Context: an optimization exercise on an open-source flow, tuned for small area, a short achievable clock period and few clock cycles. The choices shown serve that exercise and are no tape-out recipe. In this exercise RTL edits were held to simulation tests only and were not proved equivalent to the original.

== job 4779 ==
// hallmark_lane
module hallmark_lane (
    input  wire         clk,
    input  wire         rst,
    input  wire         start,
    input  wire [7:0]   stream,
    input  wire [1:0]   tflag,
    input  wire         restart,
    input  wire [63:0]  seq,
    input  wire [47:0]  sec,
    input  wire [31:0]  nsec,
    input  wire [3:0]   nrange,
    input  wire [63:0]  devser,
    input  wire [255:0] prev,
    output wire         idle,
    input  wire         in_valid,
    input  wire [63:0]  in_data,
    output wire         in_ready,
    output reg          done,
    output wire [255:0] hallmark
);
    function [31:0] rotr(input [31:0] x, input integer n);
        rotr = (x >> n) | (x << (32 - n));
    endfunction
    function [31:0] bsig0(input [31:0] x);
        bsig0 = rotr(x, 2) ^ rotr(x, 13) ^ rotr(x, 22);
    endfunction
    function [31:0] bsig1(input [31:0] x);
        bsig1 = rotr(x, 6) ^ rotr(x, 11) ^ rotr(x, 25);
    endfunction
    function [31:0] ssig0(input [31:0] x);
        ssig0 = rotr(x, 7) ^ rotr(x, 18) ^ (x >> 3);
    endfunction
    function [31:0] ssig1(input [31:0] x);
        ssig1 = rotr(x, 17) ^ rotr(x, 19) ^ (x >> 10);
    endfunction
    function [63:0] csa(input [31:0] x, input [31:0] y, input [31:0] z);
        csa = {((x & y) | (x & z) | (y & z)) << 1, x ^ y ^ z};
    endfunction
    function [63:0] bswap64(input [63:0] x);
        integer i;
        for (i = 0; i < 8; i = i + 1)
            bswap64[8*i +: 8] = x[56 - 8*i +: 8];
    endfunction
    localparam [2047:0] KTAB = {
        256'hc67178f2bef9a3f7a4506ceb90befffa8cc7020884c8781478a5636f748f82ee,
        256'h682e6ff35b9cca4f4ed8aa4a391c0cb334b0bcb52748774c1e376c0819a4c116,
        256'h106aa070f40e3585d6990624d192e819c76c51a3c24b8b70a81a664ba2bfe8a1,
        256'h92722c8581c2c92e766a0abb650a735453380d134d2c6dfc2e1b213827b70a85,
        256'h1429296706ca6351d5a79147c6e00bf3bf597fc7b00327c8a831c66d983e5152,
        256'h76f988da5cb0a9dc4a7484aa2de92c6f240ca1cc0fc19dc6efbe4786e49b69c1,
        256'hc19bf1749bdc06a780deb1fe72be5d74550c7dc3243185be12835b01d807aa98,
        256'hab1c5ed5923f82a459f111f13956c25be9b5dba5b5c0fbcf71374491428a2f98
    };
    localparam [255:0] IV = {
        32'h5be0cd19, 32'h1f83d9ab, 32'h9b05688c, 32'h510e527f,
  ...
For scale: about 11000 cells after synthesis, about 1200 flip-flops, ~69000 µm² of cells after synthesis.
export LEC_CHECK = 0
export ABC_AREA = 1
export CAP_MARGIN = 20
export CORE_MARGIN = 2
export CORE_UTILIZATION = 30
export PLACE_DENSITY = 0.5
export SLEW_MARGIN = 20
create_clock -name core_clock -period 10.0 [get_ports {clk}]
standard.sh (not shown) runs the stock make flow with config.mk's settings and CLKGATE_MAP_FILE= SYNTH_SCRIPT=/design/flow/synth_recipe.tcl, a recipe that flattens the netlist after the stock synthesis.
==> flow/flow/run.sh <==
#!/bin/bash
# Standard layout, except: no full/half adder cells (plain gates are faster
# here), the smallest plain buffer on every port, a clock tree of large
# buffers without dummy loads, and timing repair aimed at a 4 ns period.
set -euo pipefail
DU="sky130_fd_sc_hd__probe_p_8 sky130_fd_sc_hd__probec_p_8 sky130_fd_sc_hd__lpflow_bleeder_1 sky130_fd_sc_hd__lpflow_clkbufkapwr_1 sky130_fd_sc_hd__lpflow_clkbufkapwr_16 sky130_fd_sc_hd__lpflow_clkbufkapwr_2 sky130_fd_sc_hd__lpflow_clkbufkapwr_4 sky130_fd_sc_hd__lpflow_clkbufkapwr_8 sky130_fd_sc_hd__lpflow_clkinvkapwr_1 sky130_fd_sc_hd__lpflow_clkinvkapwr_16 sky130_fd_sc_hd__lpflow_clkinvkapwr_2 sky130_fd_sc_hd__lpflow_clkinvkapwr_4 sky130_fd_sc_hd__lpflow_clkinvkapwr_8 sky130_fd_sc_hd__lpflow_decapkapwr_12 sky130_fd_sc_hd__lpflow_decapkapwr_3 sky130_fd_sc_hd__lpflow_decapkapwr_4 sky130_fd_sc_hd__lpflow_decapkapwr_6 sky130_fd_sc_hd__lpflow_decapkapwr_8 sky130_fd_sc_hd__lpflow_inputiso0n_1 sky130_fd_sc_hd__lpflow_inputiso0p_1 sky130_fd_sc_hd__lpflow_inputiso1n_1 sky130_fd_sc_hd__lpflow_inputiso1p_1 sky130_fd_sc_hd__lpflow_inputisolatch_1 sky130_fd_sc_hd__lpflow_isobufsrc_1 sky130_fd_sc_hd__lpflow_isobufsrc_16 sky130_fd_sc_hd__lpflow_isobufsrc_2 sky130_fd_sc_hd__lpflow_isobufsrc_4 sky130_fd_sc_hd__lpflow_isobufsrc_8 sky130_fd_sc_hd__lpflow_isobufsrckapwr_16 sky130_fd_sc_hd__lpflow_lsbuf_lh_hl_isowell_tap_1 sky130_fd_sc_hd__lpflow_lsbuf_lh_hl_isowell_tap_2 sky130_fd_sc_hd__lpflow_lsbuf_lh_hl_isowell_tap_4 sky130_fd_sc_hd__lpflow_lsbuf_lh_isowell_4 sky130_fd_sc_hd__lpflow_lsbuf_lh_isowell_tap_1 sky130_fd_sc_hd__lpflow_lsbuf_lh_isowell_tap_2 sky130_fd_sc_hd__lpflow_lsbuf_lh_isowell_tap_4  sky130_fd_sc_hd__fa_1 sky130_fd_sc_hd__fa_2 sky130_fd_sc_hd__fa_4 sky130_fd_sc_hd__ha_1 sky130_fd_sc_hd__ha_2 sky130_fd_sc_hd__ha_4"
export BUFFER_PORTS_ARGS="-buffer_cell sky130_fd_sc_hd__buf_1"
export CTS_ARGS="-sink_clustering_enable -repair_clock_nets -dont_use_dummy_load -sink_clustering_size 22 -sink_clustering_max_diameter 80 -buf_list {sky130_fd_sc_hd__clkbuf_16}"
export SETUP_SLACK_MARGIN=6
bash standard.sh "DONT_USE_CELLS=$DU" finish > standard.log 2>&1
Testbench counts of job 4779, summed over its fixed seeds: cycles 447,163.
What job 4083 does differently from job 4779 at the input level:
==> flow/flow/run.sh <==
#!/bin/bash
# Standard layout, with the smallest plain buffer on every port and a clock tree
# built from mid-size buffers without dummy loads.
set -euo pipefail
export BUFFER_PORTS_ARGS="-buffer_cell sky130_fd_sc_hd__buf_1"
export CTS_ARGS="-sink_clustering_enable -repair_clock_nets -dont_use_dummy_load -buf_list {sky130_fd_sc_hd__clkbuf_4 sky130_fd_sc_hd__clkbuf_8}"
export SETUP_SLACK_MARGIN=6
bash standard.sh > standard.log 2>&1
[summary]
- As of job 4083, clock-buffer cell count had risen by more than 100% compared to job 4779.
- Job 4779 ended up with in2reg as its critical path class; job 4083 ended up with reg2reg.
- Going from job 4779 to job 4083, tightest slew margin relative to the limit now sits lower; largest clock skew in the final design now sits higher; number of maximum-capacitance violations now sits at about the same level.
- Of job 4779 and job 4083, job 4083 shows the lower area fraction in compound gates after synthesis, with job 4779 above it.
- Between job 4779 and job 4083, maximum fanout count along the critical path is lower for job 4779, job 4083 comes in above that.
- Count of standard-cell rows: job 4083 vs job 4779 down about 1.7%
Edits applied to the flow inputs when going from job 4083 to job 9175:
==> flow/flow/run.sh <==
#!/bin/bash
# Standard layout, except: no full/half adder cells (plain gates are faster
# here), the smallest plain buffer on every port, a clock tree of mid-size
# buffers without dummy loads, and timing repair aimed at a 4 ns period.
set -euo pipefail
DU="sky130_fd_sc_hd__probe_p_8 sky130_fd_sc_hd__probec_p_8 sky130_fd_sc_hd__lpflow_bleeder_1 sky130_fd_sc_hd__lpflow_clkbufkapwr_1 sky130_fd_sc_hd__lpflow_clkbufkapwr_16 sky130_fd_sc_hd__lpflow_clkbufkapwr_2 sky130_fd_sc_hd__lpflow_clkbufkapwr_4 sky130_fd_sc_hd__lpflow_clkbufkapwr_8 sky130_fd_sc_hd__lpflow_clkinvkapwr_1 sky130_fd_sc_hd__lpflow_clkinvkapwr_16 sky130_fd_sc_hd__lpflow_clkinvkapwr_2 sky130_fd_sc_hd__lpflow_clkinvkapwr_4 sky130_fd_sc_hd__lpflow_clkinvkapwr_8 sky130_fd_sc_hd__lpflow_decapkapwr_12 sky130_fd_sc_hd__lpflow_decapkapwr_3 sky130_fd_sc_hd__lpflow_decapkapwr_4 sky130_fd_sc_hd__lpflow_decapkapwr_6 sky130_fd_sc_hd__lpflow_decapkapwr_8 sky130_fd_sc_hd__lpflow_inputiso0n_1 sky130_fd_sc_hd__lpflow_inputiso0p_1 sky130_fd_sc_hd__lpflow_inputiso1n_1 sky130_fd_sc_hd__lpflow_inputiso1p_1 sky130_fd_sc_hd__lpflow_inputisolatch_1 sky130_fd_sc_hd__lpflow_isobufsrc_1 sky130_fd_sc_hd__lpflow_isobufsrc_16 sky130_fd_sc_hd__lpflow_isobufsrc_2 sky130_fd_sc_hd__lpflow_isobufsrc_4 sky130_fd_sc_hd__lpflow_isobufsrc_8 sky130_fd_sc_hd__lpflow_isobufsrckapwr_16 sky130_fd_sc_hd__lpflow_lsbuf_lh_hl_isowell_tap_1 sky130_fd_sc_hd__lpflow_lsbuf_lh_hl_isowell_tap_2 sky130_fd_sc_hd__lpflow_lsbuf_lh_hl_isowell_tap_4 sky130_fd_sc_hd__lpflow_lsbuf_lh_isowell_4 sky130_fd_sc_hd__lpflow_lsbuf_lh_isowell_tap_1 sky130_fd_sc_hd__lpflow_lsbuf_lh_isowell_tap_2 sky130_fd_sc_hd__lpflow_lsbuf_lh_isowell_tap_4  sky130_fd_sc_hd__fa_1 sky130_fd_sc_hd__fa_2 sky130_fd_sc_hd__fa_4 sky130_fd_sc_hd__ha_1 sky130_fd_sc_hd__ha_2 sky130_fd_sc_hd__ha_4"
export BUFFER_PORTS_ARGS="-buffer_cell sky130_fd_sc_hd__buf_1"
export CTS_ARGS="-sink_clustering_enable -repair_clock_nets -dont_use_dummy_load -buf_list {sky130_fd_sc_hd__clkbuf_4 sky130_fd_sc_hd__clkbuf_8}"
export SETUP_SLACK_MARGIN=6
bash standard.sh "DONT_USE_CELLS=$DU" finish > standard.log 2>&1
==> comparison <==
In the final design statistics, job 9175 uses more standard cells in total than job 4083. Of the two values seen for last element of the critical path, w[0][18] was produced by job 9175 and a[25] by job 4083. Job 9175 against job 4083: sequential cell area fraction in the yosys report decreased by 1.0 points relative to the old numbers, total placed cells including tap cells increased by 1934 relative to the old numbers, count of multi-input combinational gates increased by 1590 relative to the old numbers. Fmax delta for job 9175 relative to job 4083: about 10% higher. Where wire length is concerned, job 4083 is better than job 9175.
## Diff of input files: job 8968 against job 9175
==> flow/flow/run.sh <==
#!/bin/bash
# Standard layout, except: no full/half adder cells (plain gates are faster
# here), the smallest plain buffer on every port, a clock tree of large
# buffers without dummy loads, and timing repair aimed at a 3.8 ns period.
set -euo pipefail
DU="sky130_fd_sc_hd__probe_p_8 sky130_fd_sc_hd__probec_p_8 sky130_fd_sc_hd__lpflow_bleeder_1 sky130_fd_sc_hd__lpflow_clkbufkapwr_1 sky130_fd_sc_hd__lpflow_clkbufkapwr_16 sky130_fd_sc_hd__lpflow_clkbufkapwr_2 sky130_fd_sc_hd__lpflow_clkbufkapwr_4 sky130_fd_sc_hd__lpflow_clkbufkapwr_8 sky130_fd_sc_hd__lpflow_clkinvkapwr_1 sky130_fd_sc_hd__lpflow_clkinvkapwr_16 sky130_fd_sc_hd__lpflow_clkinvkapwr_2 sky130_fd_sc_hd__lpflow_clkinvkapwr_4 sky130_fd_sc_hd__lpflow_clkinvkapwr_8 sky130_fd_sc_hd__lpflow_decapkapwr_12 sky130_fd_sc_hd__lpflow_decapkapwr_3 sky130_fd_sc_hd__lpflow_decapkapwr_4 sky130_fd_sc_hd__lpflow_decapkapwr_6 sky130_fd_sc_hd__lpflow_decapkapwr_8 sky130_fd_sc_hd__lpflow_inputiso0n_1 sky130_fd_sc_hd__lpflow_inputiso0p_1 sky130_fd_sc_hd__lpflow_inputiso1n_1 sky130_fd_sc_hd__lpflow_inputiso1p_1 sky130_fd_sc_hd__lpflow_inputisolatch_1 sky130_fd_sc_hd__lpflow_isobufsrc_1 sky130_fd_sc_hd__lpflow_isobufsrc_16 sky130_fd_sc_hd__lpflow_isobufsrc_2 sky130_fd_sc_hd__lpflow_isobufsrc_4 sky130_fd_sc_hd__lpflow_isobufsrc_8 sky130_fd_sc_hd__lpflow_isobufsrckapwr_16 sky130_fd_sc_hd__lpflow_lsbuf_lh_hl_isowell_tap_1 sky130_fd_sc_hd__lpflow_lsbuf_lh_hl_isowell_tap_2 sky130_fd_sc_hd__lpflow_lsbuf_lh_hl_isowell_tap_4 sky130_fd_sc_hd__lpflow_lsbuf_lh_isowell_4 sky130_fd_sc_hd__lpflow_lsbuf_lh_isowell_tap_1 sky130_fd_sc_hd__lpflow_lsbuf_lh_isowell_tap_2 sky130_fd_sc_hd__lpflow_lsbuf_lh_isowell_tap_4  sky130_fd_sc_hd__fa_1 sky130_fd_sc_hd__fa_2 sky130_fd_sc_hd__fa_4 sky130_fd_sc_hd__ha_1 sky130_fd_sc_hd__ha_2 sky130_fd_sc_hd__ha_4"
export BUFFER_PORTS_ARGS="-buffer_cell sky130_fd_sc_hd__buf_1"
export CTS_ARGS="-sink_clustering_enable -repair_clock_nets -dont_use_dummy_load -sink_clustering_size 22 -sink_clustering_max_diameter 80 -buf_list {sky130_fd_sc_hd__clkbuf_16}"
export SETUP_SLACK_MARGIN=6.2
bash standard.sh "DONT_USE_CELLS=$DU" finish > standard.log 2>&1
==> comparison <==
Re quantity of hold-fixing buffers added after cts: no difference whatsoever between job 9175 and job 8968.
Job 9175 reports its critical path launch point as st_idle while job 8968 reports in_data[43].
Diff job 9175 -> job 8968: area growth from synthesis to layout picked up an extra 0.52 points; number of non-clock inverters in the layout shows no meaningful change; sum of routed wire length over all layers saw little to no change; footprint of the multi-input gates higher.
There was hardly any difference in global-route usage between job 9175 and job 8968.
Capturing instance or port of the critical path = w[0][18]: job 9175; capturing instance or port of the critical path = w[15][25]: job 8968
Number of global-route vias before repair in job 8968 vs job 9175: down about 1.3%
The run showing the greater fmax is job 8968.
Changes in job 7401 relative to job 8968:
- swapping 0.5 for 0.6 in PLACE_DENSITY
- swapping 30 for 45 in CORE_UTILIZATION
==> flow/flow/run.sh <==
#!/bin/bash
# Standard layout, except: no full/half adder cells (plain gates are faster
# here), the smallest plain buffer on every port, a clock tree of mid-size
# buffers without dummy loads, and timing repair aimed at a 4 ns period.
set -euo pipefail
DU="sky130_fd_sc_hd__probe_p_8 sky130_fd_sc_hd__probec_p_8 sky130_fd_sc_hd__lpflow_bleeder_1 sky130_fd_sc_hd__lpflow_clkbufkapwr_1 sky130_fd_sc_hd__lpflow_clkbufkapwr_16 sky130_fd_sc_hd__lpflow_clkbufkapwr_2 sky130_fd_sc_hd__lpflow_clkbufkapwr_4 sky130_fd_sc_hd__lpflow_clkbufkapwr_8 sky130_fd_sc_hd__lpflow_clkinvkapwr_1 sky130_fd_sc_hd__lpflow_clkinvkapwr_16 sky130_fd_sc_hd__lpflow_clkinvkapwr_2 sky130_fd_sc_hd__lpflow_clkinvkapwr_4 sky130_fd_sc_hd__lpflow_clkinvkapwr_8 sky130_fd_sc_hd__lpflow_decapkapwr_12 sky130_fd_sc_hd__lpflow_decapkapwr_3 sky130_fd_sc_hd__lpflow_decapkapwr_4 sky130_fd_sc_hd__lpflow_decapkapwr_6 sky130_fd_sc_hd__lpflow_decapkapwr_8 sky130_fd_sc_hd__lpflow_inputiso0n_1 sky130_fd_sc_hd__lpflow_inputiso0p_1 sky130_fd_sc_hd__lpflow_inputiso1n_1 sky130_fd_sc_hd__lpflow_inputiso1p_1 sky130_fd_sc_hd__lpflow_inputisolatch_1 sky130_fd_sc_hd__lpflow_isobufsrc_1 sky130_fd_sc_hd__lpflow_isobufsrc_16 sky130_fd_sc_hd__lpflow_isobufsrc_2 sky130_fd_sc_hd__lpflow_isobufsrc_4 sky130_fd_sc_hd__lpflow_isobufsrc_8 sky130_fd_sc_hd__lpflow_isobufsrckapwr_16 sky130_fd_sc_hd__lpflow_lsbuf_lh_hl_isowell_tap_1 sky130_fd_sc_hd__lpflow_lsbuf_lh_hl_isowell_tap_2 sky130_fd_sc_hd__lpflow_lsbuf_lh_hl_isowell_tap_4 sky130_fd_sc_hd__lpflow_lsbuf_lh_isowell_4 sky130_fd_sc_hd__lpflow_lsbuf_lh_isowell_tap_1 sky130_fd_sc_hd__lpflow_lsbuf_lh_isowell_tap_2 sky130_fd_sc_hd__lpflow_lsbuf_lh_isowell_tap_4  sky130_fd_sc_hd__fa_1 sky130_fd_sc_hd__fa_2 sky130_fd_sc_hd__fa_4 sky130_fd_sc_hd__ha_1 sky130_fd_sc_hd__ha_2 sky130_fd_sc_hd__ha_4"
export BUFFER_PORTS_ARGS="-buffer_cell sky130_fd_sc_hd__buf_1"
export CTS_ARGS="-sink_clustering_enable -repair_clock_nets -dont_use_dummy_load -buf_list {sky130_fd_sc_hd__clkbuf_4 sky130_fd_sc_hd__clkbuf_8}"
export SETUP_SLACK_MARGIN=6
bash standard.sh "DONT_USE_CELLS=$DU" finish > standard.log 2>&1
### Flow results
Summary of job 7401 over job 8968: synthesized area has remained practically unchanged, shortest clock period the worst path allows after layout rose by 0.16 ns.
On total number of multi-input combinational cells, job 7401 and job 8968 are basically level.
Between job 7401 and job 8968, it is job 7401 whose global-route usage is higher, by 9.3 points.
Lower share of layout cells above drive strength 1 was reported by job 7401, not job 8968.
Clock network area share: job 7401 vs job 8968 up 0.84 points
Relative to job 8968, final critical-path share of the clock period has increased by 1.6 points in job 7401.
Comparing job 7401 and job 8968, depth of the critical timing path with buffers and inverters included is lower on job 8968.
For job 7401, the capturing element of the worst setup path was w[15][28], unlike job 8968, where it was w[15][25].
Edits applied to the flow inputs when going from job 7401 to job 7510:
- PLACE_DENSITY now 0.5, was 0.6
- CORE_UTILIZATION now 30, was 45
==> flow/flow/run.sh <==
#!/bin/bash
# Standard layout, except: no full/half adder cells (plain gates are faster
# here), the smallest plain buffer on every port, a clock tree of mid-size
# buffers without dummy loads, and timing repair aimed at a 3.5 ns period.
set -euo pipefail
DU="sky130_fd_sc_hd__probe_p_8 sky130_fd_sc_hd__probec_p_8 sky130_fd_sc_hd__lpflow_bleeder_1 sky130_fd_sc_hd__lpflow_clkbufkapwr_1 sky130_fd_sc_hd__lpflow_clkbufkapwr_16 sky130_fd_sc_hd__lpflow_clkbufkapwr_2 sky130_fd_sc_hd__lpflow_clkbufkapwr_4 sky130_fd_sc_hd__lpflow_clkbufkapwr_8 sky130_fd_sc_hd__lpflow_clkinvkapwr_1 sky130_fd_sc_hd__lpflow_clkinvkapwr_16 sky130_fd_sc_hd__lpflow_clkinvkapwr_2 sky130_fd_sc_hd__lpflow_clkinvkapwr_4 sky130_fd_sc_hd__lpflow_clkinvkapwr_8 sky130_fd_sc_hd__lpflow_decapkapwr_12 sky130_fd_sc_hd__lpflow_decapkapwr_3 sky130_fd_sc_hd__lpflow_decapkapwr_4 sky130_fd_sc_hd__lpflow_decapkapwr_6 sky130_fd_sc_hd__lpflow_decapkapwr_8 sky130_fd_sc_hd__lpflow_inputiso0n_1 sky130_fd_sc_hd__lpflow_inputiso0p_1 sky130_fd_sc_hd__lpflow_inputiso1n_1 sky130_fd_sc_hd__lpflow_inputiso1p_1 sky130_fd_sc_hd__lpflow_inputisolatch_1 sky130_fd_sc_hd__lpflow_isobufsrc_1 sky130_fd_sc_hd__lpflow_isobufsrc_16 sky130_fd_sc_hd__lpflow_isobufsrc_2 sky130_fd_sc_hd__lpflow_isobufsrc_4 sky130_fd_sc_hd__lpflow_isobufsrc_8 sky130_fd_sc_hd__lpflow_isobufsrckapwr_16 sky130_fd_sc_hd__lpflow_lsbuf_lh_hl_isowell_tap_1 sky130_fd_sc_hd__lpflow_lsbuf_lh_hl_isowell_tap_2 sky130_fd_sc_hd__lpflow_lsbuf_lh_hl_isowell_tap_4 sky130_fd_sc_hd__lpflow_lsbuf_lh_isowell_4 sky130_fd_sc_hd__lpflow_lsbuf_lh_isowell_tap_1 sky130_fd_sc_hd__lpflow_lsbuf_lh_isowell_tap_2 sky130_fd_sc_hd__lpflow_lsbuf_lh_isowell_tap_4  sky130_fd_sc_hd__fa_1 sky130_fd_sc_hd__fa_2 sky130_fd_sc_hd__fa_4 sky130_fd_sc_hd__ha_1 sky130_fd_sc_hd__ha_2 sky130_fd_sc_hd__ha_4"
export BUFFER_PORTS_ARGS="-buffer_cell sky130_fd_sc_hd__buf_1"
export CTS_ARGS="-sink_clustering_enable -repair_clock_nets -dont_use_dummy_load -buf_list {sky130_fd_sc_hd__clkbuf_4 sky130_fd_sc_hd__clkbuf_8}"
export SETUP_SLACK_MARGIN=6.5
bash standard.sh "DONT_USE_CELLS=$DU" finish > standard.log 2>&1
==> results.txt <==
Job 7510 finished every stage and its layout cleared the timing, design-rule and antenna checks.
Compared with job 7401, in job 7510 transition time at the pin with the least slew margin fell by 0.030 ns, core region area rose by 77000 µm², global-route usage fell by 8.3 points.
Summary of job 7510 over job 7401: share of the clock period used by the worst path -4.2 points; setup slack +0.42 ns; routed wire length +about 18%; count of vias placed by the detailed router +906.
The lower post-place instance area came out of job 7401.

-- static timing again, ports no longer ideal --
The results above use ideal ports. As a check the final layouts listed here were re-extracted and re-timed, cells and wires unchanged. Step 1 sets driving cells, clkbuf_16 on the clock port and buf_2 on the other inputs (assumed; they add their load-dependent delay and slew). Step 2 times the ports against the registers' clock, not the clock port: input delays grow and output delays shrink by t, the midpoint of the rising clock arrivals with the driver on. Three values: ideal, step 1, step 2; two values: the first two.
run | t (ns) | setup slack, ns | worst hold slack (ns) | clock arrival spread, ns | slew at the worst register clock pin (ns)
job 4779 | 0.840 | 6.095 / 6.125 / 5.316 | 0.392 / 0.392 / 0.392 | 0.118 / 0.118 | 0.10 / 0.10
job 4083 | 1.084 | 5.682 / 5.682 / 4.929 | 0.346 / 0.346 / 0.346 | 0.128 / 0.127 | 0.07 / 0.07
job 9175 | 1.034 | 6.074 / 6.030 / 5.210 | 0.339 / 0.339 / 0.339 | 0.191 / 0.191 | 0.06 / 0.06
job 8968 | 0.839 | 6.191 / 6.188 / 5.412 | 0.396 / 0.396 / 0.396 | 0.121 / 0.121 | 0.09 / 0.09
job 7401 | 1.047 | 6.030 / 6.005 / 5.225 | 0.358 / 0.358 / 0.358 | 0.147 / 0.147 | 0.07 / 0.07
job 7510 | 1.050 | 6.449 / 6.397 / 5.552 | 0.342 / 0.342 / 0.342 | 0.189 / 0.190 | 0.07 / 0.07
After both steps setup and hold are still met in every run listed. For job 7510, which loses most, drivers alone change the setup slack by -0.052 ns; drivers and shift together by -0.897 ns.
